Context: an optimization exercise on an open-source flow, tuned for small area. The choices shown serve that exercise and are no tape-out recipe. Only simulation tests tie the RTL to the original design; equivalence was not proved. Power figures rest on the tool's default switching activity, not on a simulated workload. The clock port is modelled as an ideal driver; clocking choices that lean on that would not hold on a real chip.

--- flow/constraint.sdc ---
create_clock -name core_clock -period 15.0 [get_ports {clk}]
set_input_delay 3.0000 -clock core_clock [delete_from_list [all_inputs] [get_ports {clk}]]
set_output_delay 3.0000 -clock core_clock [all_outputs]
set_load 0.01 [all_outputs]
--- flow/flow/run.sh ---
#!/bin/bash
# Standard ORFS layout with three changes:
#  - Yosys's ABC step uses flow/abc_area.script (area-oriented mapping with
#    choices) instead of ORFS's abc_area.script; nothing else in synthesis
#    changes, so the registers are those of the standard synthesis;
#  - ports are buffered with the smallest buffer;
#  - clock tree synthesis uses larger sink clusters and no dummy loads.
set -euo pipefail
here=$(pwd)
rm -rf "$here/scripts_local"
cp -r "$FLOW_HOME/scripts" "$here/scripts_local"
cp "$here/flow/abc_area.script" "$here/scripts_local/abc_area.script"
export SCRIPTS_DIR="$here/scripts_local"
export BUFFER_PORTS_ARGS="-buffer_cell sky130_fd_sc_hd__buf_1"
export CTS_ARGS="-sink_clustering_enable -repair_clock_nets -dont_use_dummy_load -sink_clustering_size 30 -sink_clustering_max_diameter 100"
bash standard.sh > "$here/standard.log" 2>&1
--- flow/flow/abc_area.script ---
strash
dch -f
map -a
&get -n
&dch -f
&nf -R 1000
&put
topo
stime -c
buffer -c
upsize -c
dnsize -c
--- flow/standard.sh ---
#!/bin/bash
# synth_recipe.tcl (not shown) runs the flow's synth.tcl, then flattens the netlist and writes it again
# the make line also repeats each setting of config.mk as NAME=value (left out here)
make -C /OpenROAD-flow-scripts/flow DESIGN_CONFIG=/design/flow/config.mk WORK_HOME=/design/flow/orfs CLKGATE_MAP_FILE= SYNTH_SCRIPT=/design/flow/synth_recipe.tcl "${@:-finish}"
--- flow/design.v ---
module zr_wheel (
    input  wire        clk,
    input  wire        rst_n,           
    input  wire        tick,
    input  wire        lol,
    input  wire        abort,
    input  wire        retune,
    input  wire        cmd_start,
    input  wire        cmd_stop,
    input  wire        cmd_home,
    input  wire        cfg_we,
    input  wire [2:0]  cfg_addr,
    input  wire [31:0] cfg_wdata,
    input  wire        seg_we,
    input  wire [3:0]  seg_widx,
    input  wire [31:0] seg_wword0,
    input  wire [31:0] seg_wword1,
    input  wire        load_commit,
    input  wire [5:0]  load_nseg,
    output reg  [31:0] ofs,
    output reg  [1:0]  state,
    output reg         gliding,
    output reg         pend,
    output reg         home_pend,
    output reg  [3:0]  seg,
    output reg  [15:0] pcnt,
    output reg  [15:0] underrun_cnt,
    output reg  [15:0] clip_cnt,
    output reg         ev_clip,
    output reg         ev_empty,
    output reg         ev_done,
    output reg         ev_glide,
    output reg         ev_underrun,
    output reg         ev_pause,
    output reg         ev_resume,
    output reg         ev_abort,
    output reg         ev_poison,
    output reg         ev_nostart
);
    localparam NSEG_MAX = 16;
    localparam [1:0] ST_IDLE    = 2'b00;
    localparam [1:0] ST_RUNNING = 2'b01;
    localparam [1:0] ST_PAUSED  = 2'b10;
    localparam [1:0] ST_HELD    = 2'b11;
    localparam [1:0] PH_START = 2'd0;    
    localparam [1:0] PH_SEG   = 2'd1;    
    localparam [1:0] PH_HOME  = 2'd2;    
    localparam [29:0] LIM_MAX = 30'd687194767;
    reg        lol_pol;         
    reg [15:0] periods;
    reg [31:0] anchor;
    reg [29:0] lim_neg;
    reg [29:0] lim_pos;
    reg [30:0] glide;
    wire running = state[0] ^ state[1];     
    function ult32c;
        input [31:0] a;
        input [31:0] b;
        input        c;
        integer i;
        reg bw;
        begin
            bw = c;
            for (i = 0; i < 32; i = i + 1)
                bw = (~a[i] & b[i]) | (~a[i] & bw) | (b[i] & bw);
            ult32c = bw;
        end
    endfunction
    function [32:0] add33;
        input [32:0] a;
        input [32:0] b;
        input        c;
        integer i, l;
        reg [32:0] g, p, G, P;
        begin
            g = a & b;
            p = a ^ b;
            G = g;
            P = p;
            G[0] = g[0] | (p[0] & c);
            for (l = 0; l < 6; l = l + 1)
                for (i = 0; i < 33; i = i + 1)
                    if (((i + 1) % (1 << (l + 1))) == 0) begin
                        G[i] = G[i] | (P[i] & G[i - (1 << l)]);
                        P[i] = P[i] & P[i - (1 << l)];
                    end
            for (l = 4; l >= 0; l = l - 1)
                for (i = 0; i < 33; i = i + 1)
                    if (((i + 1) % (1 << (l + 1))) == (1 << l) && i >= (1 << (l + 1))) begin
                        G[i] = G[i] | (P[i] & G[i - (1 << l)]);
                        P[i] = P[i] & P[i - (1 << l)];
                    end
            add33[0] = p[0] ^ c;
            for (i = 1; i < 33; i = i + 1)
                add33[i] = p[i] ^ G[i-1];
        end
    endfunction
    function [15:0] sinc16;
        input [15:0] a;
        integer i;
        reg cy;
        begin
            cy = ~&a;
            for (i = 0; i < 16; i = i + 1) begin
                sinc16[i] = a[i] ^ cy;
                cy = cy & a[i];
            end
        end
    endfunction
    function [15:0] dec16;
        input [15:0] a;
        integer i;
        reg bw;
        begin
            bw = 1'b1;
            for (i = 0; i < 16; i = i + 1) begin
                dec16[i] = a[i] ^ bw;
                bw = bw & ~a[i];
            end
        end
    endfunction
    function [7:0] dec8;
        input [7:0] a;
        integer i;
        reg bw;
        begin
            bw = 1'b1;
            for (i = 0; i < 8; i = i + 1) begin
                dec8[i] = a[i] ^ bw;
                bw = bw & ~a[i];
            end
        end
    endfunction
    wire [29:0] wlim = cfg_wdata[29:0];
    wire w_below_neg = cfg_wdata[31] & ~ult32c(~cfg_wdata, {2'b00, lim_neg}, 1'b0);
    wire w_above_pos = ~cfg_wdata[31] & ult32c({2'b00, lim_pos}, cfg_wdata, 1'b0);
    wire a_below_wneg = anchor[31] & ~ult32c(~anchor, {2'b00, wlim}, 1'b0);
    wire a_above_wpos = ~anchor[31] & ult32c({2'b00, wlim}, anchor, 1'b0);
    wire wlim_big     = ult32c({2'b00, LIM_MAX}, {2'b00, wlim}, 1'b0);
    always @(posedge clk) begin
        if (!rst_n) begin
            lol_pol <= 1'b0;
            periods <= 16'd0;
            anchor  <= 32'd0;
            lim_neg <= 30'h147AE148;
            lim_pos <= 30'd0;
            glide   <= 31'h00100000;
        end else if (cfg_we) begin
            case (cfg_addr)
                3'd0: lol_pol <= cfg_wdata[1];
                3'd1: periods <= cfg_wdata[15:0];
                3'd2:
                    if (!running && !w_below_neg && !w_above_pos)
                        anchor <= cfg_wdata;
                3'd3:
                    if (!running && !wlim_big && !a_below_wneg)
                        lim_neg <= wlim;
                3'd4:
                    if (!running && !wlim_big && !a_above_wpos)
                        lim_pos <= wlim;
                3'd5:
                    if (cfg_wdata[30:0] != 31'd0)
                        glide <= cfg_wdata[30:0];
                default: ;
            endcase
        end
    end
    reg [15:0] m_dur   [0:2*NSEG_MAX-1];
    reg [7:0]  m_rep   [0:2*NSEG_MAX-1];
    reg [31:0] m_slope [0:2*NSEG_MAX-1];
    reg        m_act   [0:2*NSEG_MAX-1];
    reg        inuse;           
    reg        inuse_valid;     
    reg [4:0]  inuse_nseg;
    reg [4:0]  pend_nseg;
    wire        w_rsv = |seg_wword0[31:24];
    wire [15:0] w_dur = w_rsv ? 16'd0 : seg_wword0[15:0];
    wire        w_act = w_rsv | (|seg_wword0[15:0]);
    genvar gk;
    generate
        for (gk = 0; gk < 2*NSEG_MAX; gk = gk + 1) begin : g_mem
            wire we_k = seg_we && (gk / NSEG_MAX != inuse) && (seg_widx == gk % NSEG_MAX);
            always @(posedge clk) begin
                if (we_k) begin
                    m_dur[gk]   <= w_dur;
                    m_rep[gk]   <= seg_wword0[23:16];
                    m_slope[gk] <= seg_wword1;
                    m_act[gk]   <= w_act;
                end
            end
        end
    endgenerate
    wire [15:0] act_u;
    generate
        for (gk = 0; gk < NSEG_MAX; gk = gk + 1) begin : g_act
            assign act_u[gk] = (inuse ? m_act[NSEG_MAX + gk] : m_act[gk]) &&
                               ult32c(gk, {27'd0, inuse_nseg}, 1'b0);
        end
    endgenerate
    function [15:0] lowest;
        input [15:0] v;
        integer j;
        reg seen;
        begin
            seen = 1'b0;
            for (j = 0; j < 16; j = j + 1) begin
                lowest[j] = v[j] & ~seen;
                seen = seen | v[j];
            end
        end
    endfunction
    wire [15:0] first_oh    = lowest(act_u);
    wire        first_found = |act_u;
    function [3:0] enc16;
        input [15:0] oh;
        integer j;
        begin
            enc16 = 4'd0;
            for (j = 0; j < 16; j = j + 1)
                if (oh[j]) enc16 = enc16 | j[3:0];
        end
    endfunction
    reg [1:0]  phase;
    reg [15:0] seg_oh;
    integer    sk;
    always @(*)
        for (sk = 0; sk < NSEG_MAX; sk = sk + 1)
            seg_oh[sk] = (seg == sk);
    wire [15:0] rsel   = (phase == PH_START) ? first_oh : seg_oh;
    reg [15:0] rd_dur;
    reg [7:0]  rd_rep;
    reg [31:0] rd_slope;
    integer    rk;
    always @(*) begin
        rd_dur   = 16'd0;
        rd_rep   = 8'd0;
        rd_slope = 32'd0;
        for (rk = 0; rk < 2*NSEG_MAX; rk = rk + 1) begin
            if (rsel[rk % NSEG_MAX] && (rk / NSEG_MAX == inuse)) begin
                rd_dur   = rd_dur   | m_dur[rk];
                rd_rep   = rd_rep   | m_rep[rk];
                rd_slope = rd_slope | m_slope[rk];
            end
        end
    end
    wire rd_rsv = (rd_dur == 16'd0);
    reg [15:0] above;
    integer    ak;
    always @(*) begin
        above[0] = 1'b0;
        for (ak = 1; ak < NSEG_MAX; ak = ak + 1)
            above[ak] = above[ak-1] | rsel[ak-1];
    end
    wire [15:0] act_a      = act_u & above;
    wire [15:0] next_oh    = lowest(act_a);
    wire        next_found = |act_a;
    reg        in_seg;          
    reg [15:0] dleft;           
    reg [7:0]  rleft;           
    reg        clipped;         
    reg [1:0]  n_state;
    reg [1:0]  n_phase;
    reg [31:0] n_ofs;
    reg        n_gliding;
    reg        n_home_pend;
    reg [3:0]  n_seg;
    reg        n_in_seg;
    reg [15:0] n_dleft;
    reg [7:0]  n_rleft;
    reg        n_clipped;
    reg [15:0] n_pcnt;
    reg [15:0] n_underrun_cnt;
    reg [15:0] n_clip_cnt;
    reg        swap_req;
    reg        e_clip, e_empty, e_done, e_glide, e_underrun;
    reg        e_pause, e_resume, e_abort, e_poison, e_nostart;
    reg                starting;
    reg [3:0]          idx;
    reg                period_end;
    reg [15:0]         d;
    reg [7:0]          r;
    wire can_swap = pend && !seg_we && !load_commit;
    wire        home   = (phase == PH_HOME);
    wire [31:0] tgt    = home ? 32'd0 : anchor;
    wire [32:0] diff   = add33({tgt[31], tgt}, ~{ofs[31], ofs}, 1'b1);
    wire        at_tgt = (diff == 33'd0);
    wire        up     = ~diff[32];
    wire        landed = ult32c(diff[31:0] ^ {32{diff[32]}}, {1'b0, glide}, up);
    wire        gmode  = (phase == PH_START || home) && !at_tgt;
    wire [32:0] addend = gmode ? ({2'b00, glide} ^ {33{~up}}) : {rd_slope[31], rd_slope};
    wire [32:0] sum    = add33({ofs[31], ofs}, addend, gmode & ~up);
    wire        clip_hi = ~sum[32] & ult32c({2'b00, lim_pos}, sum[31:0], 1'b0);
    wire        clip_lo = sum[32] & ~ult32c(~sum[31:0], {2'b00, lim_neg}, 1'b0);
    reg [31:0] neg_lim;
    reg        nl_cy;
    integer    nk;
    always @(*) begin
        nl_cy = 1'b1;
        for (nk = 0; nk < 32; nk = nk + 1) begin
            neg_lim[nk] = ~(nk < 30 ? lim_neg[nk % 30] : 1'b0) ^ nl_cy;
            nl_cy = nl_cy & (nk < 30 ? ~lim_neg[nk % 30] : 1'b1);
        end
    end
    wire [15:0] pcnt_inc = sinc16(pcnt);
    wire nseg_ok = (load_nseg != 6'd0) && !load_nseg[5] && (!load_nseg[4] || load_nseg[3:0] == 4'd0);
    always @(*) begin
        n_state        = state;
        n_phase        = phase;
        n_ofs          = ofs;
        n_gliding      = gliding;
        n_home_pend    = home_pend;
        n_seg          = seg;
        n_in_seg       = in_seg;
        n_dleft        = dleft;
        n_rleft        = rleft;
        n_clipped      = clipped;
        n_pcnt         = pcnt;
        n_underrun_cnt = underrun_cnt;
        n_clip_cnt     = clip_cnt;
        swap_req       = 1'b0;
        e_clip = 1'b0; e_empty = 1'b0; e_done = 1'b0; e_glide = 1'b0; e_underrun = 1'b0;
        e_pause = 1'b0; e_resume = 1'b0; e_abort = 1'b0; e_poison = 1'b0; e_nostart = 1'b0;
        starting   = 1'b0;
        idx        = seg;
        period_end = 1'b0;
        d          = dleft;
        r          = rleft;
        if (tick) begin
            case (state)
                ST_PAUSED:
                    if (!lol) begin
                        n_state = ST_RUNNING;
                        if (home_pend) begin
                            n_phase     = PH_HOME;
                            n_home_pend = 1'b0;
                            n_gliding   = 1'b0;
                        end else begin
                            e_resume = 1'b1;
                            if (lol_pol && phase != PH_HOME) begin
                                n_phase   = PH_START;
                                n_in_seg  = 1'b0;
                                n_gliding = 1'b0;
                                swap_req  = 1'b1;
                            end
                        end
                    end
                ST_RUNNING:
                    if (lol) begin
                        n_state = ST_PAUSED;
                        e_pause = 1'b1;
                    end else if (phase == PH_START || phase == PH_HOME) begin
                        if (!at_tgt) begin
                            if (!gliding)
                                e_glide = 1'b1;
                            if (landed) begin
                                n_ofs     = tgt;
                                n_gliding = 1'b0;
                            end else begin
                                n_ofs     = sum[31:0];
                                n_gliding = 1'b1;
                            end
                            if (home && landed) begin
                                n_state = ST_IDLE;
                                e_done  = 1'b1;
                            end
                        end else if (home) begin
                            n_state = ST_IDLE;
                            e_done  = 1'b1;
                        end else begin
                            if (!first_found) begin
                                n_pcnt  = pcnt_inc;
                                e_empty = 1'b1;
                                e_done  = 1'b1;
                                n_state = ST_HELD;
                            end else begin
                                starting = 1'b1;
                                idx      = enc16(first_oh);
                            end
                        end
                    end else begin
                        starting = !in_seg;
                        idx      = seg;
                    end
                default: ;
            endcase
        end
        if (tick && state == ST_RUNNING && !lol && (phase == PH_SEG || starting)) begin
            n_seg   = idx;
            n_phase = PH_SEG;
            if (starting && rd_rsv) begin
                e_underrun     = 1'b1;
                n_underrun_cnt = sinc16(underrun_cnt);
                period_end     = 1'b1;
            end else begin
                if (starting) begin
                    d = rd_dur;
                    r = rd_rep;
                end
                n_in_seg  = 1'b1;
                n_clipped = starting ? 1'b0 : clipped;
                if (!n_clipped) begin
                    if (clip_hi || clip_lo) begin
                        n_ofs      = clip_hi ? {2'b00, lim_pos} : neg_lim[31:0];
                        n_clipped  = 1'b1;
                        e_clip     = 1'b1;
                        n_clip_cnt = sinc16(clip_cnt);
                    end else begin
                        n_ofs = sum[31:0];
                    end
                end
                if (d == 16'd1) begin
                    if (r == 8'd0) begin
                        if (next_found) begin
                            n_seg    = enc16(next_oh);
                            n_in_seg = 1'b0;
                            n_phase  = PH_SEG;
                        end else begin
                            period_end = 1'b1;
                        end
                    end else begin
                        n_dleft = rd_dur;
                        n_rleft = dec8(r);
                    end
                end else begin
                    n_dleft = dec16(d);
                    n_rleft = r;
                end
            end
            if (period_end) begin
                n_pcnt   = pcnt_inc;
                n_in_seg = 1'b0;
                if (periods != 16'd0 && !ult32c({16'd0, pcnt_inc}, {16'd0, periods}, 1'b0)) begin
                    n_state = ST_HELD;
                    e_done  = 1'b1;
                end else begin
                    n_phase  = PH_START;
                    swap_req = 1'b1;
                end
            end
        end
        if (cmd_start && !cmd_stop) begin
            if ((n_state == ST_IDLE || n_state == ST_HELD) && !lol) begin
                if (inuse_valid || can_swap) begin
                    n_state     = ST_RUNNING;
                    n_phase     = PH_START;
                    n_pcnt      = 16'd0;
                    n_in_seg    = 1'b0;
                    n_gliding   = 1'b0;
                    n_home_pend = 1'b0;
                    n_seg       = 4'd0;
                    swap_req    = 1'b1;
                end else begin
                    e_nostart = 1'b1;
                end
            end
        end else if (cmd_stop && !cmd_start) begin
            if (n_state == ST_RUNNING) begin
                if (cmd_home) begin
                    if (n_phase != PH_HOME) begin
                        n_phase   = PH_HOME;
                        n_gliding = 1'b0;
                    end
                end else begin
                    n_state = ST_HELD;
                    e_done  = 1'b1;
                end
            end else if (n_state == ST_PAUSED) begin
                if (cmd_home) begin
                    n_home_pend = 1'b1;
                end else begin
                    n_state = ST_HELD;
                    e_done  = 1'b1;
                end
            end
        end
        if (retune && n_state == ST_HELD) begin
            n_state = ST_IDLE;
            n_ofs   = 32'd0;
        end
        if (abort && n_state != ST_IDLE) begin
            n_state = ST_IDLE;
            n_ofs   = 32'd0;
            e_abort = 1'b1;
        end
        if (n_state == ST_IDLE || n_state == ST_HELD) begin
            n_gliding   = 1'b0;
            n_home_pend = 1'b0;
        end
        if (state == ST_IDLE || state == ST_HELD)
            swap_req = 1'b1;
        if (load_commit && !nseg_ok)
            e_poison = 1'b1;
    end
    wire do_swap = can_swap && swap_req;
    always @(posedge clk) begin
        if (!rst_n) begin
            state        <= ST_IDLE;
            phase        <= PH_START;
            ofs          <= 32'd0;
            gliding      <= 1'b0;
            home_pend    <= 1'b0;
            seg          <= 4'd0;
            in_seg       <= 1'b0;
            dleft        <= 16'd0;
            rleft        <= 8'd0;
            clipped      <= 1'b0;
            pcnt         <= 16'd0;
            underrun_cnt <= 16'd0;
            clip_cnt     <= 16'd0;
            pend         <= 1'b0;
            inuse        <= 1'b0;
            inuse_valid  <= 1'b0;
            inuse_nseg   <= 5'd0;
            pend_nseg    <= 5'd0;
            ev_clip      <= 1'b0;
            ev_empty     <= 1'b0;
            ev_done      <= 1'b0;
            ev_glide     <= 1'b0;
            ev_underrun  <= 1'b0;
            ev_pause     <= 1'b0;
            ev_resume    <= 1'b0;
            ev_abort     <= 1'b0;
            ev_poison    <= 1'b0;
            ev_nostart   <= 1'b0;
        end else begin
            state        <= n_state;
            phase        <= n_phase;
            ofs          <= n_ofs;
            gliding      <= n_gliding;
            home_pend    <= n_home_pend;
            seg          <= n_seg;
            in_seg       <= n_in_seg;
            dleft        <= n_dleft;
            rleft        <= n_rleft;
            clipped      <= n_clipped;
            pcnt         <= n_pcnt;
            underrun_cnt <= n_underrun_cnt;
            clip_cnt     <= n_clip_cnt;
            if (do_swap) begin
                inuse       <= ~inuse;
                inuse_valid <= 1'b1;
                inuse_nseg  <= pend_nseg;
            end
            if (load_commit) begin
                if (nseg_ok) begin
                    pend      <= 1'b1;
                    pend_nseg <= load_nseg[4:0];
                end else begin
                    pend      <= 1'b0;
                end
            end else if (seg_we || do_swap) begin
                pend <= 1'b0;
            end
            ev_clip      <= e_clip;
            ev_empty     <= e_empty;
            ev_done      <= e_done;
            ev_glide     <= e_glide;
            ev_underrun  <= e_underrun;
            ev_pause     <= e_pause;
            ev_resume    <= e_resume;
            ev_abort     <= e_abort;
            ev_poison    <= e_poison;
            ev_nostart   <= e_nostart;
        end
    end
endmodule
--- flow/config.mk ---
export PLATFORM = sky130hd
export DESIGN_NAME = zr_wheel
export DESIGN_NICKNAME = zr_wheel
export VERILOG_FILES = /design/flow/design.v
export SDC_FILE = /design/flow/constraint.sdc
export NUM_CORES = 4
export LEC_CHECK = 0
export ABC_AREA = 1
export CAP_MARGIN = 20
export CORE_MARGIN = 2
export CORE_UTILIZATION = 60
export SLEW_MARGIN = 20
==> run summary, run 1 <==
status=timing/DRC/antenna clean; GPL Wtd Cong=0.938; HPWL after DPL=152000 um; Synth Area in Compound Gates=15.3%; Detail Route Antenna Nets=0; Post-Syn Area=85900 um2; Layout area overhead=6.35%; Setup TNS=0 ps; layout cells sized above 1=7.14%; H-tree Lvls=3; row cnt=138; Mean Syn Cell Area=14.3 um2; Post-CTS Setup Bufs=0; TritonRoute pass-1 iters=9; max incr delay on CP=~760 ps; Setup crit start kind=flop; final hold violation count=0; num ports=220; top-area cell type share of the netlist area=63.8%; Reg-to-Reg Start=phase[0]; Final Max Slew Viols=0; number of clock sinks=around 2100; TritonCTS Buffers=82; crit path kind=reg -> reg; Initial Util=roughly three fifths; first-pass GRT wire length=358000 um; CORE AREA=around 140000 um2; count of final setup violators=0; CTS Hold Bufs=0; launch point of the worst path=phase[0]; routed wire length per instance=30.3 um; post-synthesis simple-gate area fraction=6.75%; Mapped Cells=6025; YS warnings=5; flops & latches, synth=2103; crit-path max FO=32; critical path arrival=14530 ps; largest net degree at the start of global routing=a little under 90; flop-to-flop setup slack=roughly 1100 ps; post_cts resized=0; CTS tree=done; largest family of logic cells by synthesized area=compound AO/OA/AOI/OAI gates; Worst Hold Class=reg -> reg; Clock Tree Buf Depth=3; slowest CP cell=nor3_1; mux cell area share after synthesis=0.495%; synth unique cells=95; DRC violations left=0; Die Wd=382 um; Async SR Flop Fraction=0%; dominant cells by area after synthesis=edfxtp_1 64%, dfxtp_1 6.5%, a222oi_1 2.8%, a22oi_1 2.7%, a21oi_1 2.7%; CP Data Required Time=15620 ps; IO buf count=219; Primary FF master, synth=edfxtp_1; Rel. slew slack=19.9%; Worst-path clk slew=110 ps; PD cells=108 nW/um2; layout net count=6465; wirelength, routed=243000 um; f_max=71.9 MHz; initial antenna violation count=7; Final period util=92.7%; Synthesized Nets=6339; Post-Synth Adder-Cell Area=3.12%; fin crit period=13910 ps; Initial DRC Count=7741; vias per cell=6.93; vias in the first global route=53200; Min Hold Slack=458 ps; CP endpoint=clip_cnt[15]; Max IR drop VDD=99.5 uV; height of the die=382 um; Setup crit end kind=flop; clk root buf=clkbuf_16; Leakage=0.0305 uW; post-synthesis sequential area ratio=a little over two thirds; maxcap violations=0; r2r endpoint=clip_cnt[15]; number of synthesized flops with an enable pin=1824; grt ovf=0; Worst-Skew Late Latency=between 700 and 800 ps; Vias=55700; Reg2Reg Depth=59; Synth Area in XOR/XNOR=about 1.1%; crit-path most repeated cell=nand3_1; Clock Skew=94.1 ps; GRT Total Usage=33.1%; Die Area=146000 um2; Least-Margin Pin Slew=1190 ps; Synth area leader=edfxtp_1; unrepaired setup endpoints after global routing=no
==> registers in the layout, summed over array words and instances (netlist names), 2 cells and up <==
register	flops
m_rep	256
seg	4
phase	2
ofs	32
m_act	32
inuse_nseg	5
anchor	32
pcnt	16
state	2
underrun_cnt	16
dleft	16
lim_neg	30
glide	31
clip_cnt	16
m_slope	1024
rleft	8
pend_nseg	5
m_dur	512
lim_pos	30
periods	16
==> cell usage in the layout, fill, tap and decap left out, types with 43 or more instances in the layout <==
| cell | instances |
|---|---|
| a21oi_1 | 458 |
| a221oi_1 | 182 |
| a222oi_1 | 242 |
| a22o_1 | 51 |
| a22oi_1 | 312 |
| and2_1 | 43 |
| and3_1 | 53 |
| buf_1 | 214 |
| buf_4 | 176 |
| clkbuf_16 | 82 |
| dfxtp_1 | 278 |
| edfxtp_1 | 1824 |
| ha_1 | 160 |
| inv_1 | 206 |
| nand2_1 | 316 |
| nand3_1 | 129 |
| nand4_1 | 150 |
| nor2_1 | 205 |
| nor3_1 | 44 |
| o21a_1 | 47 |
| o21ai_0 | 258 |
| o22ai_1 | 55 |
| xor2_1 | 70 |
==> per-stage QoR <==
step | util [%] | total power [uW] | cell area, um2 | std cells | setup WS [ps]
2_1_floorplan | - | 7050 | 85900 | 6025 | 4240
3_3_place_gp | 62.9 | 7350 | 89200 | 7955 | 1530
3_5_place_dp | 63.0 | 7360 | 89300 | 7957 | 1300
4_1_cts | 64.4 | 9910 | 91300 | 8039 | 1280
5_1_grt | 64.4 | 10200 | 91300 | 8040 | 110
6_report | 64.4 | 9900 | 91400 | 8043 | 1090
==> cells in the mapped netlist, types with 47 or more instances <==
library cell,instances
edfxtp_1,1824
nand2_1,319
nor2_1,240
a22oi_1,312
buf_1,59
xor2_1,70
dfxtp_1,279
o22ai_1,55
nand3_1,130
a22o_1,51
a21oi_1,460
nand4_1,150
and3_1,53
o21ai_0,258
and2_1,61
a221oi_1,182
a222oi_1,242
nor3_1,53
ha_1,160
inv_1,206
clkbuf_1,213
o21a_1,47
==> cell type report <==
| cell class | count | area (um2) |
|---|---|---|
| Antenna cell | 4 | 10.0 |
| Clock buffer | 82 | 2050 |
| Fill cell | 10500 | 50400 |
| Inverter | 212 | 796 |
| Multi-Input combinational cell | 3352 | 23500 |
| Sequential cell | 2103 | 60400 |
| Tap cell | 1890 | 2360 |
| Timing Repair Buffer | 400 | 2250 |
==> cells by family after synthesis <==
kind of cell / Yosys count
AOI/OAI and AO/OA: 1844
adders and majority gates: 195
DFF: 2103
xor gates and xnor gates: 109
buffers and inverters: 570
muxes: 41
and+or+nand+nor: 1163
==> critical path: cells and delay by family (launching register included) <==
family | cells | cell delay [ps]
AO/OA/AOI/OAI | 24 | 4970
adder cells (fa/ha/maj) | 4 | 1650
buffers and inverters | 4 | 810
flip-flops | 1 | 560
AND/OR/NAND/NOR | 27 | 5780
==> report_power, final <==
part           total [uW]  switching, uW  internal [uW]  leakage [uW]
clock                2650           1660            989       0.00101
combinational         859            595            264       0.00998
sequential           6390           22.9           6370        0.0195
total                9900           2280           7620        0.0305
==> how the worst min path moves through the flow <==
stage | from | end | slack, ps | cells past startpoint
CTS | pend_nseg[0] | pend_nseg[0] | 460 | 2
finish | pend_nseg[1] | pend_nseg[1] | 460 | 2
global route | pend_nseg[1] | pend_nseg[1] | 480 | 2
detailed placement | pend_nseg[1] | pend_nseg[1] | 450 | 2
floorplan | pend_nseg[0] | inuse_nseg[0] | 430 | 2
global placement | pend_nseg[0] | pend_nseg[0] | 450 | 2
==> layer usage <==
| metal | share of wire [%] | vias to the layer above | wire length, um | GRT usage (%) |
|---|---|---|---|---|
| met5 | 0.017 | - | 42 | 0 |
| met4 | 2.4 | 6 | 5760 | 7.56 |
| met3 | 10 | 292 | 24400 | 4.88 |
| met2 | 46 | 2983 | 113000 | 52.5 |
| met1 | 41 | 28100 | 100000 | 48.8 |
| li1 | - | 24300 | - | - |
==> run 2: changes to the inputs <==
--- a/flow/config.mk
+++ b/flow/config.mk
@@ -6,7 +6,7 @@
 export NUM_CORES = 4
 export LEC_CHECK = 0
 export ABC_AREA = 1
-export CAP_MARGIN = 20
+export CAP_MARGIN = 10
 export CORE_MARGIN = 2
-export CORE_UTILIZATION = 60
-export SLEW_MARGIN = 20
+export CORE_UTILIZATION = 70
+export SLEW_MARGIN = 10
==> run summary, run 2 <==
CP delay by family, top=simple AND/OR/NAND/NOR gates (unchanged); Setup crit end kind=flop (unchanged); Synth area leader=edfxtp_1 (unchanged); Vias=56500 (was 55700); slowest CP cell=nor3_1 (unchanged); count of final setup violators=0 (unchanged); Setup crit start kind=flop (unchanged); crit-path max FO=32 (unchanged); Worst Hold Class=reg -> reg (unchanged); Reg-to-Reg Start=phase[0] (unchanged); M1 GR Usage=54.4% (was 48.8%); DRC violations left=0 (unchanged); flops & latches, synth=2103 (unchanged); GRT Total Usage=37.1% (was 33.1%); fin crit period=13760 ps (was 13910 ps); Rel. slew slack=7.66% (was 19.9%); setup ws final=1240 ps (was 1090 ps); layout cells sized above 1=6.77% (was 7.14%); crit-path most repeated cell=nand3_1 (unchanged); Clock Skew=90.2 ps (was 94.1 ps); Worst-Skew Late Latency=730 ps (was 750 ps); Detail Route Antenna Nets=0 (unchanged); max incr delay on CP=620 ps (was 760 ps); CORE AREA=122000 um2 (was 142000 um2); Layout area overhead=5.82% (was 6.35%); Die Wd=354 um (was 382 um); height of the die=354 um (was 382 um); f_max=72.7 MHz (was 71.9 MHz); top-area cell type share of the netlist area=63.8% (unchanged); GPL Wtd Cong=0.916 (was 0.938); post_cts resized=0 (unchanged); Post-CTS Setup Bufs=0 (unchanged); clk root buf=clkbuf_16 (unchanged); Max IR drop VDD=121 uV (was 99.5 uV); status=timing/DRC/antenna clean (unchanged); grt ovf=0 (unchanged); IO buf count=219 (unchanged); most frequent cell after synthesis=edfxtp_1 (unchanged); Least-Margin Pin Slew=1370 ps (was 1190 ps); most common cell after layout, fill and taps aside=edfxtp_1 (unchanged); gr busiest metal=met2 (unchanged); initial antenna violation count=5 (was 7); largest registers=m_slope (1024), m_dur (512), m_rep (256) (unchanged); number of synthesized flops with an enable pin=1824 (unchanged); H-tree Lvls=3 (unchanged); Worst Hold Path Cells=2 (unchanged); Post-Syn Area=85900 um2 (unchanged); maxcap violations=0 (unchanged); HPWL after DPL=146000 um (was 152000 um); critical path arrival=14340 ps (was 14530 ps); Final Max Slew Viols=0 (unchanged); layout net count=6448 (was 6465); number of clock sinks=2103 (unchanged); Mapped Cells=6025 (unchanged); grt met2 use=58.3% (was 52.5%); Synthesized Nets=6339 (unchanged); CTS tree=done (unchanged); Initial DRC Count=9299 (was 7741); vias in the first global route=53300 (was 53200); Initial Util=70.6% (was 60.6%); TritonCTS Buffers=81 (was 82); synth unique cells=95 (unchanged); Crit path buffers/inverters=4 (unchanged); Reg2Reg Depth=60 (was 59); Synth top cells by count=1824 x edfxtp_1, 460 x a21oi_1, 319 x nand2_1 (unchanged); pre-CTS WS=1020 ps (was 1300 ps); Hold EP=pend_nseg[3] (was pend_nseg[1]); CP Data Required Time=15580 ps (was 15620 ps); YS warnings=5 (unchanged); CTS Hold Bufs=0 (unchanged); PD cells=108 nW/um2 (about the same); Worst-path clk slew=90 ps (was 110 ps); met3 Track Usage GR=6.04% (was 4.88%); crit path kind=reg -> reg (unchanged); Leakage=0.0304 uW (was 0.0305 uW); Setup TNS=0 ps (unchanged); row cnt=128 (was 138); Final period util=91.7% (was 92.7%); first-pass GRT wire length=346000 um (was 358000 um); final hold violation count=0 (unchanged); unrepaired setup endpoints after global routing=no (unchanged); r2r endpoint=clip_cnt[0] (was clip_cnt[15]); Die Area=126000 um2 (was 146000 um2); Clock Tree Buf Depth=3 (unchanged); dominant cells by area after synthesis=edfxtp_1 64%, dfxtp_1 6.5%, a222oi_1 2.8%, a22oi_1 2.7%, a21oi_1 2.7% (unchanged); TritonRoute pass-1 iters=9 (unchanged); num ports=220 (unchanged); vias per cell=7.29 (was 6.93); Biggest register=m_slope (unchanged); Total Power=9840 uW (was 9900 uW); post-synthesis sequential area ratio=70.3% (unchanged); Async SR Flop Fraction=0% (unchanged); number of flip-flops in the largest register=1024 (unchanged); most frequent cells in the layout=1824 x edfxtp_1, 458 x a21oi_1, 315 x nand2_1 (was 1824 x edfxtp_1, 458 x a21oi_1, 316 x nand2_1); Primary FF master, synth=edfxtp_1 (unchanged); Min Hold Slack=462 ps (was 458 ps); min-delay src=pend_nseg[3] (was pend_nseg[1]); routed wire length per instance=30.3 um (about the same); Mean Syn Cell Area=14.3 um2 (unchanged); final core occ=74.7% (was 64.4%); largest net degree at the start of global routing=81 (was 89); wirelength, routed=235000 um (was 243000 um); flop-to-flop setup slack=1240 ps (was 1090 ps)
==> run 2: where the power goes <==
group          total, uW  internal (uW)  switching [uW]
logic                849            262             587
clock network       2600            977            1620
registers           6390           6370            24.0
==> run 2: cell type report <==
| type | count | area [um2] |
|---|---|---|
| diodes | 4 | 10.0 |
| clock buffers | 81 | 2030 |
| fillers | 7592 | 30800 |
| inverters | 212 | 796 |
| multi-input cells | 3352 | 23500 |
| flip-flops and latches | 2103 | 60400 |
| well taps | 1625 | 2030 |
| repair buffers | 384 | 2180 |
==> run 2: routing by layer <==
metal,share of wire (%),wire length [um],vias up
li1,-,-,24200
met1,38,88700,27900
met4,3.0,7070,2
met3,13,30300,425
met2,46,109000,3990
met5,0.0055,13,-
==> run 2: cell families after synthesis <==
| logic type | Yosys count | share of synthesized area, % |
|---|---|---|
| flip-flops | 2103 | 70.3 |
| multiplexers | 41 | 0.495 |
| XOR/XNOR | 109 | 1.13 |
| AO/OA/AOI/OAI | 1844 | 15.3 |
| AND/OR/NAND/NOR | 1163 | 6.75 |
| adder cells (fa/ha/maj) | 195 | 3.12 |
| buffers and inverters | 570 | 2.90 |
==> run 2: worst reg2reg max path: cells and delay by family (launching register included) <==
family	cells	cell delay (ps)
and+or+nand+nor	27	5640
buffers and inverters	4	580
adders and majority gates	5	1930
DFF	1	430
AOI/OAI and AO/OA	24	5080
==> run 2: worst max path at each step <==
stage / start / endpoint / cells past startpoint
6_report: phase[0] / clip_cnt[0] / 60
5_1_grt: phase[0] / clip_cnt[1] / 60
4_1_cts: phase[0] / clip_cnt[0] / 60
3_5_place_dp: phase[0] / clip_cnt[3] / 60
3_3_place_gp: phase[0] / clip_cnt[10] / 60
2_1_floorplan: phase[0] / clip_cnt[10] / 64
==> run 2: stage by stage <==
stage | area (um2) | instances
3_5_place_dp | 88800 | 7672
5_1_grt | 90900 | 7760
6_report | 90900 | 7761
2_1_floorplan | 85900 | 6025
4_1_cts | 90800 | 7753
3_3_place_gp | 88800 | 7672
==> run 3: changes to the inputs <==
--- a/flow/flow/run.sh
+++ b/flow/flow/run.sh
@@ -12,5 +12,5 @@
 cp "$here/flow/abc_area.script" "$here/scripts_local/abc_area.script"
 export SCRIPTS_DIR="$here/scripts_local"
 export BUFFER_PORTS_ARGS="-buffer_cell sky130_fd_sc_hd__buf_1"
-export CTS_ARGS="-sink_clustering_enable -repair_clock_nets -dont_use_dummy_load -sink_clustering_size 30 -sink_clustering_max_diameter 100"
+export CTS_ARGS="-sink_clustering_enable -repair_clock_nets -dont_use_dummy_load -sink_clustering_size 30 -sink_clustering_max_diameter 70"
 bash standard.sh > "$here/standard.log" 2>&1
--- a/flow/config.mk
+++ b/flow/config.mk
@@ -8,5 +8,5 @@
 export ABC_AREA = 1
 export CAP_MARGIN = 10
 export CORE_MARGIN = 2
-export CORE_UTILIZATION = 70
+export CORE_UTILIZATION = 60
 export SLEW_MARGIN = 10
==> run summary, run 3 <==
status=timing/DRC/antenna clean (unchanged); Post-CTS Setup Bufs=0 (unchanged); post_cts resized=0 (unchanged); top-area cell type share of the netlist area=63.8% (unchanged); wirelength, routed=244000 um (was 235000 um); YS warnings=5 (unchanged); number of synthesized flops with an enable pin=1824 (unchanged); Synth top cells by count=1824 x edfxtp_1, 460 x a21oi_1, 319 x nand2_1 (unchanged); min-delay src=pend_nseg[1] (was pend_nseg[3]); launch point of the worst path=phase[0] (unchanged); grt ovf=0 (unchanged); synth unique cells=95 (unchanged); slowest CP cell=nor2_2 (was nor3_1); largest registers=m_slope (1024), m_dur (512), m_rep (256) (unchanged); Mean Syn Cell Area=14.3 um2 (unchanged); Worst Hold Path Cells=2 (unchanged); num ports=220 (unchanged); Setup TNS=0 ps (unchanged); vias in the first global route=53400 (was 53300); Synthesized Nets=6339 (unchanged); H-tree Lvls=3 (unchanged); most frequent cells in the layout=1824 x edfxtp_1, 458 x a21oi_1, 316 x nand2_1 (was 1824 x edfxtp_1, 458 x a21oi_1, 315 x nand2_1); layout net count=6504 (was 6448); Setup crit start kind=flop (unchanged); Leakage=0.0310 uW (was 0.0304 uW); Final period util=92.5% (was 91.7%); flop-to-flop setup slack=1130 ps (was 1240 ps); setup ws final=1130 ps (was 1240 ps); post-synthesis sequential area ratio=70.3% (unchanged); max incr delay on CP=710 ps (was 620 ps); most common cell after layout, fill and taps aside=edfxtp_1 (unchanged); GRT Total Usage=33.1% (was 37.1%); Die Area=146000 um2 (was 126000 um2); count of final setup violators=0 (unchanged); Reg2Reg Depth=61 (was 60); Post-Syn Area=85900 um2 (unchanged); fin area=92300 um2 (was 90900 um2); flops & latches, synth=2103 (unchanged); Vias=55900 (was 56500); initial antenna violation count=9 (was 5); f_max=72.1 MHz (was 72.7 MHz); maxcap violations=0 (unchanged); top routing layer used=met5 (unchanged); Worst Hold Class=reg -> reg (unchanged); CTS Hold Bufs=0 (unchanged); crit path kind=reg -> reg (unchanged); final hold violation count=0 (unchanged); Detail Route Antenna Nets=0 (unchanged); Initial Util=60.6% (was 70.6%); Met1 Routed Length=99300 um (was 88700 um); Reg-to-Reg Start=phase[0] (unchanged); pre-CTS WS=1310 ps (was 1020 ps); Clock Tree Buf Depth=3 (unchanged); row cnt=138 (was 128); TritonRoute pass-1 iters=9 (unchanged); IO buf count=219 (unchanged); GPL Wtd Cong=0.938 (was 0.916); height of the die=382 um (was 354 um); DP Area=89200 um2 (was 88800 um2); unrepaired setup endpoints after global routing=no (unchanged); crit-path max FO=32 (unchanged); Final Max Slew Viols=0 (unchanged); CTS tree=done (unchanged); Total Power=10400 uW (was 9840 uW); Clock Skew=119 ps (was 90.2 ps); Biggest register=m_slope (unchanged); largest net degree at the start of global routing=89 (was 81); Mapped Cells=6025 (unchanged); Least-Margin Pin Slew=1340 ps (was 1370 ps); dominant cells by area after synthesis=edfxtp_1 64%, dfxtp_1 6.5%, a222oi_1 2.8%, a22oi_1 2.7%, a21oi_1 2.7% (unchanged); Synth area leader=edfxtp_1 (unchanged); metal2 WL=113000 um (was 109000 um); clk root buf=clkbuf_16 (unchanged); fin crit period=13870 ps (was 13760 ps); CORE AREA=142000 um2 (was 122000 um2); Primary FF master, synth=edfxtp_1 (unchanged); CP Data Required Time=15680 ps (was 15580 ps); DRC violations left=0 (unchanged); Worst-path clk slew=90 ps (about the same); crit-path most repeated cell=nand3_1 (unchanged); critical path arrival=14550 ps (was 14340 ps); Layout area overhead=7.46% (was 5.82%); number of flip-flops in the largest register=1024 (unchanged); layout cells sized above 1=7.53% (was 6.77%); most frequent cell after synthesis=edfxtp_1 (unchanged); vias per cell=6.91 (was 7.29); Die Wd=382 um (was 354 um); Async SR Flop Fraction=0% (unchanged); routed wire length per instance=30.2 um (was 30.3 um); first-pass GRT wire length=358000 um (was 346000 um); HPWL after DPL=152000 um (was 146000 um); Hold EP=pend_nseg[1] (was pend_nseg[3]); Rel. slew slack=10.9% (was 7.66%); r2r endpoint=clip_cnt[15] (was clip_cnt[0]); metal3 WL=25300 um (was 30300 um); PD cells=113 nW/um2 (was 108 nW/um2); Worst-Skew Late Latency=790 ps (was 730 ps); number of clock sinks=2103 (unchanged); Setup crit end kind=flop (unchanged); Initial DRC Count=7244 (was 9299); TritonCTS Buffers=121 (was 81); Max IR drop VDD=105 uV (was 121 uV)
==> run 3: cells by family (layout without fill, tap and decap cells) <==
group | Yosys count | count (layout) | synth area share (%)
muxes | 41 | 41 | 0.495
and+or+nand+nor | 1163 | 1163 | 6.75
xor gates and xnor gates | 109 | 109 | 1.13
adders and majority gates | 195 | 195 | 3.12
AOI/OAI and AO/OA | 1844 | 1844 | 15.3
other | 0 | 5 | 0
buffers and inverters | 570 | 733 | 2.90
DFF | 2103 | 2103 | 70.3
==> run 3: worst max path at each step <==
stage               cells past startpoint           end
floorplan                              64  clip_cnt[10]
detailed placement                     61   clip_cnt[0]
CTS                                    61  clip_cnt[15]
global placement                       61  clip_cnt[15]
finish                                 61  clip_cnt[15]
global route                           61  clip_cnt[12]
==> run 3: final cells by class <==
| type | count | area, um2 |
|---|---|---|
| flip-flops and latches | 2103 | 60400 |
| inverters | 212 | 796 |
| fillers | 10300 | 49400 |
| repair buffers | 400 | 2250 |
| well taps | 1890 | 2360 |
| multi-input cells | 3352 | 23500 |
| clock buffers | 121 | 3030 |
| diodes | 5 | 12.5 |
==> run 3: stage by stage <==
| stage | util, % | hold slack [ps] | std cells |
|---|---|---|---|
| after floorplan | - | 430 | 6025 |
| after global placement | 62.9 | 446 | 7955 |
| after detailed placement | 62.9 | 447 | 7955 |
| after CTS | 65.1 | 457 | 8076 |
| after global routing | 65.1 | 474 | 8079 |
| final | 65.1 | 458 | 8083 |
==> run 3: layer usage <==
layer  up-vias  global-route usage (%)
li1      24400                       -
met5         -                       0
met1     28100                    48.3
met4         4                    8.63
met3       315                    4.80
met2      3092                    52.7
==> run 3: worst max-delay path, delay by kind of cell, from the launching register on <==
kind	cells	cell delay [ps]
adder cells (fa/ha/maj)	5	1920
AND/OR/NAND/NOR	27	5620
buffers and inverters	5	810
AO/OA/AOI/OAI	24	5000
flip-flops	1	420
==> run 3: power by group <==
| part | switching (uW) | internal, uW | leakage, uW |
|---|---|---|---|
| clock | 1740 | 1420 | 0.00149 |
| combinational | 597 | 264 | 0.00996 |
| sequential | 22.9 | 6370 | 0.0195 |
| total | 2360 | 8050 | 0.0310 |
==> run 4: changes to the inputs <==
--- a/flow/flow/run.sh
+++ b/flow/flow/run.sh
@@ -12,5 +12,5 @@
 cp "$here/flow/abc_area.script" "$here/scripts_local/abc_area.script"
 export SCRIPTS_DIR="$here/scripts_local"
 export BUFFER_PORTS_ARGS="-buffer_cell sky130_fd_sc_hd__buf_1"
-export CTS_ARGS="-sink_clustering_enable -repair_clock_nets -dont_use_dummy_load -sink_clustering_size 30 -sink_clustering_max_diameter 70"
+export CTS_ARGS="-sink_clustering_enable -repair_clock_nets -dont_use_dummy_load -sink_clustering_size 25 -sink_clustering_max_diameter 100"
 bash standard.sh > "$here/standard.log" 2>&1
==> run summary, run 4 <==
status=timing/DRC/antenna clean (unchanged); sequential power share=63.4% (was 61.4%); layout net count=6478 (was 6504); Reg-to-Reg Start=phase[0] (unchanged); wirelength, routed=244000 um (about the same); final non-filler cell total=8054 (was 8083); sw power=2320 uW (was 2360 uW); unrepaired setup endpoints after global routing=no (unchanged); launch point of the worst path=phase[0] (unchanged); height of the die=382 um (unchanged); f_max=71.8 MHz (was 72.1 MHz); CP Data Required Time=15640 ps (was 15680 ps); area of the multi-input gates=23500 um2 (unchanged); Setup crit start kind=flop (unchanged); Worst Hold Path Cells=2 (unchanged); vias per cell=6.90 (was 6.91); IO buf count=219 (unchanged); Min Hold Slack=461 ps (was 458 ps); r2r endpoint=clip_cnt[15] (unchanged); Logic pwr share=8.5% (was 8.3%); slowest CP cell=nor3_1 (was nor2_2); Reg2Reg Depth=61 (unchanged); Worst Hold Class=reg -> reg (unchanged); Clock Power Share=28.1% (was 30.4%); Vias=55600 (was 55900); routed wire length per instance=30.3 um (was 30.2 um); count of final setup violators=0 (unchanged); Setup crit end kind=flop (unchanged); final core occ=64.7% (was 65.1%); Initial Util=60.6% (unchanged); Leakage=0.0307 uW (was 0.0310 uW); Synthesized Nets=6339 (unchanged); final hold violation count=0 (unchanged); Max IR drop VDD=117 uV (was 105 uV); HPWL after DPL=152000 um (unchanged); Detail Route Antenna Nets=0 (unchanged); row cnt=138 (unchanged); post_cts resized=0 (unchanged); most frequent cells in the layout=1824 x edfxtp_1, 458 x a21oi_1, 316 x nand2_1 (unchanged); Die Wd=382 um (unchanged); Worst-path clk slew=100 ps (was 90 ps); Post-CTS Setup Bufs=0 (unchanged); post-synthesis sequential area ratio=70.3% (unchanged); CP delay by family, top=simple AND/OR/NAND/NOR gates (unchanged); TritonRoute pass-1 iters=9 (unchanged); flop-to-flop setup slack=1080 ps (was 1130 ps); largest net degree at the start of global routing=89 (unchanged); number of flip-flops in the largest register=1024 (unchanged); Layout area overhead=6.69% (was 7.46%); Least-Margin Pin Slew=1360 ps (was 1340 ps); crit path kind=reg -> reg (unchanged); Crit path buffers/inverters=5 (unchanged); largest registers=m_slope (1024), m_dur (512), m_rep (256) (unchanged); CTS Hold Bufs=0 (unchanged); number of synthesized flops with an enable pin=1824 (unchanged); maxcap violations=0 (unchanged); Final Max Slew Viols=0 (unchanged); Total Power=10100 uW (was 10400 uW); Setup TNS=0 ps (unchanged); clk root buf=clkbuf_16 (unchanged); Clock Tree Buf Depth=3 (unchanged); internal power=7760 uW (was 8050 uW); Rel. slew slack=9.40% (was 10.9%); Mean Syn Cell Area=14.3 um2 (unchanged); initial antenna violation count=8 (was 9); Mapped Cells=6025 (unchanged); Synth top cells by count=1824 x edfxtp_1, 460 x a21oi_1, 319 x nand2_1 (unchanged); Filler cells=10400 (was 10300); grt ovf=0 (unchanged); Primary FF master, synth=edfxtp_1 (unchanged); fin crit period=13920 ps (was 13870 ps); PD cells=110 nW/um2 (was 113 nW/um2); dominant cells by area after synthesis=edfxtp_1 64%, dfxtp_1 6.5%, a222oi_1 2.8%, a22oi_1 2.7%, a21oi_1 2.7% (unchanged); max incr delay on CP=720 ps (was 710 ps); min-delay src=pend_nseg[1] (unchanged); Final period util=92.8% (was 92.5%); Worst-Skew Late Latency=770 ps (was 790 ps); Clock Skew=92.0 ps (was 119 ps); most common cell after layout, fill and taps aside=edfxtp_1 (unchanged); Die Area=146000 um2 (unchanged); layout cells sized above 1=7.14% (was 7.53%); Switching Share=23.0% (was 22.7%); Biggest register=m_slope (unchanged); Async SR Flop Fraction=0% (unchanged); crit-path most repeated cell=nand3_1 (unchanged); most frequent cell after synthesis=edfxtp_1 (unchanged); FF+latch area=60400 um2 (unchanged); vias in the first global route=53000 (was 53400); critical path arrival=14560 ps (was 14550 ps); TritonCTS Buffers=95 (was 121); YS warnings=5 (unchanged); crit-path max FO=32 (unchanged); DRC violations left=0 (unchanged); Synth area leader=edfxtp_1 (unchanged); Post-Syn Area=85900 um2 (unchanged); Hold EP=pend_nseg[1] (unchanged); CORE AREA=142000 um2 (unchanged); Initial DRC Count=7448 (was 7244); H-tree Lvls=3 (unchanged); synth unique cells=95 (unchanged); CTS tree=done (unchanged); flops & latches, synth=2103 (unchanged); GPL Wtd Cong=0.938 (unchanged); number of clock sinks=2103 (unchanged); GRT Total Usage=33.1% (about the same); num ports=220 (unchanged); dpl cells=7955 (unchanged); first-pass GRT wire length=358000 um (about the same); top-area cell type share of the netlist area=63.8% (unchanged)
run 4: cell count changes in the layout (fill, tap and decap cells not counted), sizes merged:
| cell | previous run | this run |
|---|---|---|
| clkbuf | 125 | 99 |
| diode | 5 | 2 |
run 4: logic make-up (layout without fill, tap and decap cells):
family	count (synthesis)	after routing	synth area share (%)
XOR/XNOR	109	109	1.13
other	0	2	0
adder cells (fa/ha/maj)	195	195	3.12
AND/OR/NAND/NOR	1163	1163	6.75
multiplexers	41	41	0.495
AO/OA/AOI/OAI	1844	1844	15.3
buffers and inverters	570	707	2.90
flip-flops	2103	2103	70.3
run 4: per-stage QoR:
step	area (um2)	worst slack, ps
after global routing	91600	279
after CTS	91600	1260
after floorplan	85900	4240
after detailed placement	89200	1310
after global placement	89200	1530
final	91700	1080
run 4: layout make-up:
type / count / area share [%]
flip-flops and latches: 2103 / 65.9
multi-input cells: 3352 / 25.6
clock buffers: 95 / 2.59
well taps: 1890 / 2.58
repair buffers: 400 / 2.45
inverters: 212 / 0.868
diodes: 2 / 0.00546
run 4: power by group through the flow:
stage | Sequential [uW] | Clock [uW] | Combinational, uW
2_1_floorplan | 6520 | 0 | 535
3_3_place_gp | 6520 | 0 | 834
3_5_place_dp | 6520 | 0 | 842
4_1_cts | 6390 | 2860 | 845
5_1_grt | 6390 | 3030 | 931
6_report | 6390 | 2830 | 860
run 4: worst max-delay path by stage:
stage | to | slack [ps] | cells past startpoint
3_5_place_dp | clip_cnt[0] | 1310 | 61
4_1_cts | clip_cnt[15] | 1260 | 61
5_1_grt | clip_cnt[15] | 280 | 61
6_report | clip_cnt[15] | 1080 | 61
3_3_place_gp | clip_cnt[15] | 1530 | 61
2_1_floorplan | clip_cnt[10] | 4240 | 64
run 4: worst register-to-register path: cells and delay by family (launching register included):
family	cells	cell delay [ps]
and+or+nand+nor	27	5650
AOI/OAI and AO/OA	24	5040
adders and majority gates	5	1930
buffers and inverters	5	810
DFF	1	440
run 4: routing by layer:
metal	vias up	share of wire [%]	GRT usage [%]
met2	2945	46	52.7
met5	-	0.018	0
met4	6	2.6	8.16
li1	24300	-	-
met3	329	10	4.75
met1	28000	41	48.5
==> run 5: changes to the inputs <==
--- a/flow/config.mk
+++ b/flow/config.mk
@@ -8,5 +8,5 @@
 export ABC_AREA = 1
 export CAP_MARGIN = 10
 export CORE_MARGIN = 2
-export CORE_UTILIZATION = 60
+export CORE_UTILIZATION = 70
 export SLEW_MARGIN = 10
==> run summary, run 5 <==
Setup TNS=0 ps (unchanged); Post-Syn Area=85900 um2 (unchanged); GRT Total Usage=37.3% (was 33.1%); flops & latches, synth=2103 (unchanged); YS warnings=5 (unchanged); Final period util=91.5% (was 92.8%); Async SR Flop Fraction=0% (unchanged); most common cell after layout, fill and taps aside=edfxtp_1 (unchanged); HPWL after DPL=146000 um (was 152000 um); GPL Wtd Cong=0.916 (was 0.938); Least-Margin Pin Slew=1360 ps (about the same); TritonRoute pass-1 iters=9 (unchanged); Worst Hold Class=reg -> reg (unchanged); crit-path most repeated cell=nand3_1 (unchanged); CTS Hold Bufs=0 (unchanged); number of synthesized flops with an enable pin=1824 (unchanged); Hold EP=inuse_nseg[4] (was pend_nseg[1]); routed wire length per instance=30.4 um (was 30.3 um); Max IR drop VDD=138 uV (was 117 uV); layout cells sized above 1=6.97% (was 7.14%); most frequent cell after synthesis=edfxtp_1 (unchanged); Clock Tree Buf Depth=3 (unchanged); Worst Hold Path Cells=2 (unchanged); Synth area leader=edfxtp_1 (unchanged); PD cells=110 nW/um2 (about the same); Total Power=10000 uW (was 10100 uW); Detail Route Antenna Nets=0 (unchanged); crit path kind=reg -> reg (unchanged); slowest CP cell=fa_1 (was nor3_1); Post-CTS Setup Bufs=0 (unchanged); Synthesized Nets=6339 (unchanged); maxcap violations=0 (unchanged); min-delay src=pend_nseg[4] (was pend_nseg[1]); Mean Syn Cell Area=14.3 um2 (unchanged); Initial Util=70.6% (was 60.6%); fin area=91200 um2 (was 91700 um2); Initial DRC Count=9566 (was 7448); largest registers=m_slope (1024), m_dur (512), m_rep (256) (unchanged); Layout area overhead=6.18% (was 6.69%); synth unique cells=95 (unchanged); Vias=56600 (was 55600); height of the die=354 um (was 382 um); Setup crit start kind=flop (unchanged); flop-to-flop setup slack=1270 ps (was 1080 ps); first-pass GRT wire length=348000 um (was 358000 um); CORE AREA=122000 um2 (was 142000 um2); fin crit period=13730 ps (was 13920 ps); Worst-path clk slew=100 ps (about the same); top-area cell type share of the netlist area=63.8% (unchanged); Synth top cells by count=1824 x edfxtp_1, 460 x a21oi_1, 319 x nand2_1 (unchanged); Die Area=126000 um2 (was 146000 um2); CTS tree=done (unchanged); Setup crit end kind=flop (unchanged); dominant cells by area after synthesis=edfxtp_1 64%, dfxtp_1 6.5%, a222oi_1 2.8%, a22oi_1 2.7%, a21oi_1 2.7% (unchanged); number of flip-flops in the largest register=1024 (unchanged); critical path arrival=14350 ps (was 14560 ps); TritonCTS Buffers=95 (unchanged); clk root buf=clkbuf_16 (unchanged); most frequent cells in the layout=1824 x edfxtp_1, 458 x a21oi_1, 315 x nand2_1 (was 1824 x edfxtp_1, 458 x a21oi_1, 316 x nand2_1); IO buf count=219 (unchanged); DRC violations left=0 (unchanged); Worst-Skew Late Latency=740 ps (was 770 ps); Mapped Cells=6025 (unchanged); CP Data Required Time=15620 ps (was 15640 ps); Primary FF master, synth=edfxtp_1 (unchanged); vias in the first global route=53600 (was 53000); row cnt=128 (was 138); DP Area=88800 um2 (was 89200 um2); Reg2Reg Depth=60 (was 61); wirelength, routed=236000 um (was 244000 um); Final Max Slew Viols=0 (unchanged); Rel. slew slack=8.28% (was 9.40%); max incr delay on CP=570 ps (was 720 ps); vias per cell=7.29 (was 6.90); Reg-to-Reg Start=phase[0] (unchanged); number of clock sinks=2103 (unchanged); Crit path depth=60 (was 61); Die Wd=354 um (was 382 um); Leakage=0.0306 uW (was 0.0307 uW); post-synthesis sequential area ratio=70.3% (unchanged); initial antenna violation count=5 (was 8); Crit path buffers/inverters=4 (was 5); Clock Skew=63.5 ps (was 92.0 ps); grt ovf=0 (unchanged); Biggest register=m_slope (unchanged); num ports=220 (unchanged); Filler cells=7552 (was 10400); status=timing/DRC/antenna clean (unchanged); final hold violation count=0 (unchanged); crit-path max FO=32 (unchanged); unrepaired setup endpoints after global routing=no (unchanged); largest net degree at the start of global routing=81 (was 89); r2r endpoint=clip_cnt[12] (was clip_cnt[15]); f_max=72.9 MHz (was 71.8 MHz); H-tree Lvls=3 (unchanged); CP delay by family, top=simple AND/OR/NAND/NOR gates (unchanged); count of final setup violators=0 (unchanged); layout net count=6459 (was 6478)
-- run 5: cell counts after synthesis --
No cell type changed its count.
-- run 5: cell type report --
class,count,area [um2],area share [%]
inverter,212,796,0.872
timing repair buffer,381,2130,2.34
antenna,3,7.51,0.00823
clock buffer,95,2380,2.61
multi-input combinational,3352,23500,25.8
tap,1625,2030,2.23
sequential,2103,60400,66.2
-- run 5: per-stage QoR --
stage,setup slack [ps],std cells,util [%],hold WS (ps)
detailed placement,1020,7672,72.9,447
finish,1270,7771,74.9,460
global route,144,7770,74.9,496
global placement,1480,7672,72.9,445
floorplan,4240,6025,-,430
CTS,1000,7767,74.9,459
-- run 5: metal layers --
| layer | up-vias | track usage (%) | share of wire [%] |
|---|---|---|---|
| met4 | 4 | 11.5 | 3.2 |
| met1 | 27800 | 54.4 | 37 |
| li1 | 24300 | - | - |
| met2 | 4024 | 58.6 | 46 |
| met5 | - | 0 | 0.011 |
| met3 | 473 | 6.32 | 13 |
-- run 5: report_power, final --
| part | switching, uW | total, uW | internal, uW |
|---|---|---|---|
| Combinational | 588 | 850 | 262 |
| Clock | 1670 | 2800 | 1130 |
| Sequential | 24.2 | 6390 | 6370 |
-- run 5: logic make-up after synthesis --
kind of cell / count (synthesis) / share of synthesized area, %
muxes: 41 / 0.495
adders and majority gates: 195 / 3.12
and+or+nand+nor: 1163 / 6.75
AOI/OAI and AO/OA: 1844 / 15.3
xor gates and xnor gates: 109 / 1.13
buffers and inverters: 570 / 2.90
DFF: 2103 / 70.3
-- run 5: worst max path at each step --
| stage | from | endpoint | slack [ps] |
|---|---|---|---|
| 2_1_floorplan | phase[0] | clip_cnt[10] | 4240 |
| 3_3_place_gp | phase[0] | clip_cnt[10] | 1480 |
| 3_5_place_dp | phase[0] | clip_cnt[3] | 1020 |
| 4_1_cts | phase[0] | clip_cnt[3] | 1000 |
| 5_1_grt | phase[0] | clip_cnt[6] | 140 |
| 6_report | phase[0] | clip_cnt[12] | 1270 |
-- run 5: worst register-to-register path: cells and delay by family (launching register included) --
kind	cells	cell delay, ps
AOI/OAI and AO/OA	24	5090
adders and majority gates	5	1930
buffers and inverters	4	580
DFF	1	430
and+or+nand+nor	27	5630
-- run 5: timing repair --
item / CTS / global route
endpoints found under the setup margin: 0 / 18
endpoints found under the hold margin: 0 / 0
gates resized for setup: 0 / 1
==> run 6: changes to the inputs <==
==> flow/flow/run.sh (replaced) <==
#!/bin/bash
# Standard ORFS layout with two changes: ports are buffered with the smallest
# buffer, and clock tree synthesis uses larger sink clusters and no dummy loads.
set -euo pipefail
export BUFFER_PORTS_ARGS="-buffer_cell sky130_fd_sc_hd__buf_1"
export CTS_ARGS="-sink_clustering_enable -repair_clock_nets -dont_use_dummy_load -sink_clustering_size 30 -sink_clustering_max_diameter 100"
bash standard.sh > standard.log 2>&1
--- a/flow/config.mk
+++ b/flow/config.mk
@@ -6,7 +6,7 @@
 export NUM_CORES = 4
 export LEC_CHECK = 0
 export ABC_AREA = 1
-export CAP_MARGIN = 10
+export CAP_MARGIN = 20
 export CORE_MARGIN = 2
-export CORE_UTILIZATION = 70
-export SLEW_MARGIN = 10
+export CORE_UTILIZATION = 60
+export SLEW_MARGIN = 20
removed: flow/flow/abc_area.script
==> run summary, run 6 <==
Worst Hold Path Cells=2 (unchanged); Die Area=154000 um2 (was 126000 um2); largest registers=m_slope (1024), m_dur (512), m_rep (256) (unchanged); row cnt=142 (was 128); post_cts resized=0 (unchanged); num ports=220 (unchanged); wirelength, routed=270000 um (was 236000 um); CP delay by family, top=simple AND/OR/NAND/NOR gates (unchanged); Setup crit end kind=flop (unchanged); post-synthesis sequential area ratio=66.8% (was 70.3%); Final Max Slew Viols=0 (unchanged); Synthesized Nets=7939 (was 6339); TritonRoute pass-1 iters=6 (was 9); Post-CTS Setup Bufs=0 (unchanged); number of flip-flops in the largest register=1024 (unchanged); GRT Total Usage=35.1% (was 37.3%); Die Wd=392 um (was 354 um); Reg-to-Reg Start=phase[1] (was phase[0]); number of synthesized flops with an enable pin=1824 (unchanged); Crit path buffers/inverters=9 (was 4); count of final setup violators=0 (unchanged); mux cell area share after synthesis=0.0596% (was 0.495%); Clock Power Share=27.2% (was 27.9%); unrepaired setup endpoints after global routing=no (unchanged); Setup TNS=0 ps (unchanged); min-delay src=inuse_valid (was pend_nseg[4]); max incr delay on CP=790 ps (was 570 ps); number of clock sinks=2103 (unchanged); YS warnings=5 (unchanged); Synth Area in XOR/XNOR=0.669% (was 1.13%); Worst Hold Class=reg -> reg (unchanged); Vias=62100 (was 56600); Filler cells=11600 (was 7552); most common cell after layout, fill and taps aside=edfxtp_1 (unchanged); HPWL after DPL=170000 um (was 146000 um); IO buf count=219 (unchanged); Initial Util=60.4% (was 70.6%); Synth Area in Compound Gates=10.9% (was 15.3%); post-synthesis simple-gate area fraction=13.7% (was 6.75%); Synth area leader=edfxtp_1 (unchanged); crit-path max FO=37 (was 32); fin crit period=12690 ps (was 13730 ps); Synth top cells by count=1824 x edfxtp_1, 1535 x nand2_1, 683 x inv_1 (was 1824 x edfxtp_1, 460 x a21oi_1, 319 x nand2_1); clk root buf=clkbuf_16 (unchanged); r2r endpoint=ofs[7] (was clip_cnt[12]); Leakage=0.0348 uW (was 0.0306 uW); vias in the first global route=58000 (was 53600); height of the die=392 um (was 354 um); Logic pwr share=8.2% (was 8.5%); routed wire length per instance=27.6 um (was 30.4 um); sw power=2290 uW (was 2280 uW); flops & latches, synth=2103 (unchanged); final hold violation count=0 (unchanged); Detail Route Antenna Nets=0 (unchanged); CTS Hold Bufs=0 (unchanged); grt ovf=0 (unchanged); layout net count=8068 (was 6459); maxcap violations=0 (unchanged); launch point of the worst path=phase[1] (was phase[0]); Clock Tree Buf Depth=3 (unchanged); Initial DRC Count=8344 (was 9566); H-tree Lvls=3 (unchanged); CP Data Required Time=15610 ps (was 15620 ps); most frequent cells in the layout=1824 x edfxtp_1, 1532 x nand2_1, 678 x inv_1 (was 1824 x edfxtp_1, 458 x a21oi_1, 315 x nand2_1); f_max=78.8 MHz (was 72.9 MHz); GPL Wtd Cong=0.921 (was 0.916); area of the multi-input gates=26100 um2 (was 23500 um2); Max IR drop VDD=95.4 uV (was 138 uV); layout cells sized above 1=7.15% (was 6.97%); PD cells=103 nW/um2 (was 110 nW/um2); largest family of logic cells by synthesized area=simple AND/OR/NAND/NOR gates (was compound AO/OA/AOI/OAI gates); vias per cell=6.35 (was 7.29); Min Hold Slack=466 ps (was 460 ps); Clock Skew=100 ps (was 63.5 ps); Primary FF master, synth=edfxtp_1 (unchanged); first-pass GRT wire length=393000 um (was 348000 um); Hold EP=inuse_valid (was inuse_nseg[4]); Setup crit start kind=flop (unchanged); FF+latch area=60400 um2 (about the same); most frequent cell after synthesis=edfxtp_1 (unchanged); Rel. slew slack=19.1% (was 8.28%); Final period util=84.6% (was 91.5%); internal power=7580 uW (was 7760 uW); critical path arrival=13300 ps (was 14350 ps); sequential power share=64.6% (was 63.7%); Post-Syn Area=90300 um2 (was 85900 um2); top-area cell type share of the netlist area=60.6% (was 63.8%); CTS tree=done (unchanged); TritonCTS Buffers=82 (was 95); slowest CP cell=nor2_4 (was fa_1); Async SR Flop Fraction=0% (unchanged); Worst-Skew Late Latency=760 ps (was 740 ps); status=timing/DRC/antenna clean (unchanged); largest net degree at the start of global routing=83 (was 81); Least-Margin Pin Slew=1210 ps (was 1360 ps); flop-to-flop setup slack=2310 ps (was 1270 ps); Switching Share=23.2% (was 22.7%); Reg2Reg Depth=69 (was 60); Biggest register=m_slope (unchanged); crit-path most repeated cell=nand2_1 (was nand3_1); Mean Syn Cell Area=11.8 um2 (was 14.3 um2); Layout area overhead=6.32% (was 6.18%); DRC violations left=0 (unchanged); dominant cells by area after synthesis=edfxtp_1 61%, nand2_1 6.4%, dfxtp_1 6.2%, inv_1 2.8%, nand3_1 2.5% (was edfxtp_1 64%, dfxtp_1 6.5%, a222oi_1 2.8%, a22oi_1 2.7%, a21oi_1 2.7%); CORE AREA=150000 um2 (was 122000 um2); Post-Synth Adder-Cell Area=2.97% (was 3.12%); initial antenna violation count=5 (unchanged); Mapped Cells=7625 (was 6025); synth unique cells=87 (was 95); crit path kind=reg -> reg (unchanged); Worst-path clk slew=120 ps (was 100 ps)
==> run 6: cell count changes after synthesis, sizes merged, moves of 49 or more <==
cell	previous run	this run
nand2	325	1568
inv	208	708
nand3	134	464
a22oi	316	16
a222oi	242	0
nor2	249	474
a21oi	460	296
a22o	51	153
and2	63	1
o221ai	37	91
and3	55	2
o22ai	56	105
==> run 6: final cells by class <==
class	instances	share of cell area [%]
antenna	1	0.00261
clock buffer	82	2.14
inverter	736	2.88
multi-input combinational	4436	27.1
sequential	2103	62.9
tap	2016	2.63
timing repair buffer	395	2.37
==> run 6: power by group through the flow <==
stage,combinational [uW],clock [uW],sequential (uW)
global placement,774,0,6500
detailed placement,789,0,6510
finish,808,2680,6370
CTS,792,2700,6370
global route,890,2870,6380
floorplan,513,0,6500
==> run 6: layer usage <==
layer,vias to the layer above,GRT usage (%),part of all wire [%]
li1,27700,-,-
met1,30700,51.4,41
met2,3295,55.5,46
met3,406,4.98,10
met4,2,9.26,3.0
met5,-,0,0.0030
==> run 6: worst max-delay path by stage <==
| stage | end | slack, ps | depth (start not counted) |
|---|---|---|---|
| floorplan | ofs[23] | 4670 | 70 |
| global placement | ofs[8] | 2680 | 70 |
| detailed placement | ofs[25] | 2560 | 71 |
| CTS | ofs[7] | 2500 | 71 |
| global route | ofs[4] | 1260 | 69 |
| finish | ofs[7] | 2310 | 69 |
==> run 6: cell families after synthesis <==
group	after synthesis
AO/OA/AOI/OAI	1374
buffers and inverters	1086
adder cells (fa/ha/maj)	195
XOR/XNOR	69
AND/OR/NAND/NOR	2793
flip-flops	2103
multiplexers	5
==> run 6: worst register-to-register path, delay by kind of cell, from the launching register on <==
family                     cells  cell delay, ps
xor gates and xnor gates       1             210
and+or+nand+nor               41            5200
adders and majority gates      5            1830
buffers and inverters          9            1370
DFF                            1             450
AOI/OAI and AO/OA             13            3560
==> run 6: stage by stage <==
| stage | total power [uW] | util, % | worst slack (ps) | area [um2] | instances |
|---|---|---|---|---|---|
| 3_5_place_dp | 7290 | 62.8 | 2560 | 94000 | 9686 |
| 4_1_cts | 9860 | 64.2 | 2500 | 96000 | 9768 |
| 2_1_floorplan | 7020 | - | 4670 | 90300 | 7625 |
| 3_3_place_gp | 7280 | 62.8 | 2680 | 93900 | 9684 |
| 5_1_grt | 10100 | 64.2 | 1260 | 96000 | 9768 |
| 6_report | 9860 | 64.2 | 2310 | 96000 | 9769 |

afterwards: timing with drivers on the ports:
The results above use ideal ports. As a check the final layouts listed here were re-extracted and re-timed, cells and wires unchanged. Step 1, drivers: a clkbuf_16 drives clk and a buf_2 each remaining input, both assumed. Step 2 also shifts input and output timing later by t, the mid clock arrival at the registers, as if the neighbouring blocks saw the same clock. a / b / c = ideal / step 1 / step 2; a / b = the first two.
run | t (ns) | slack for setup (ns) | latest minus earliest clock arrival (ns) | worst register clock-pin slew, ns | worst data-port slew with drivers (ns)
run 1 | 0.788 | 1.090 / 1.090 / 1.090 | 0.095 / 0.095 | 0.12 / 0.12 | 0.14
run 2 | 0.765 | 1.245 / 1.245 / 1.245 | 0.090 / 0.090 | 0.12 / 0.12 | 0.16
run 3 | 0.814 | 1.129 / 1.129 / 1.129 | 0.119 / 0.119 | 0.11 / 0.11 | 0.15
run 4 | 0.807 | 1.076 / 1.076 / 1.076 | 0.092 / 0.092 | 0.11 / 0.11 | 0.15
run 5 | 0.787 | 1.273 / 1.273 / 1.273 | 0.065 / 0.066 | 0.11 / 0.11 | 0.14
run 6 | 0.791 | 2.310 / 2.310 / 2.310 | 0.102 / 0.102 | 0.12 / 0.12 | 0.07
After both steps every run listed still meets setup and hold.
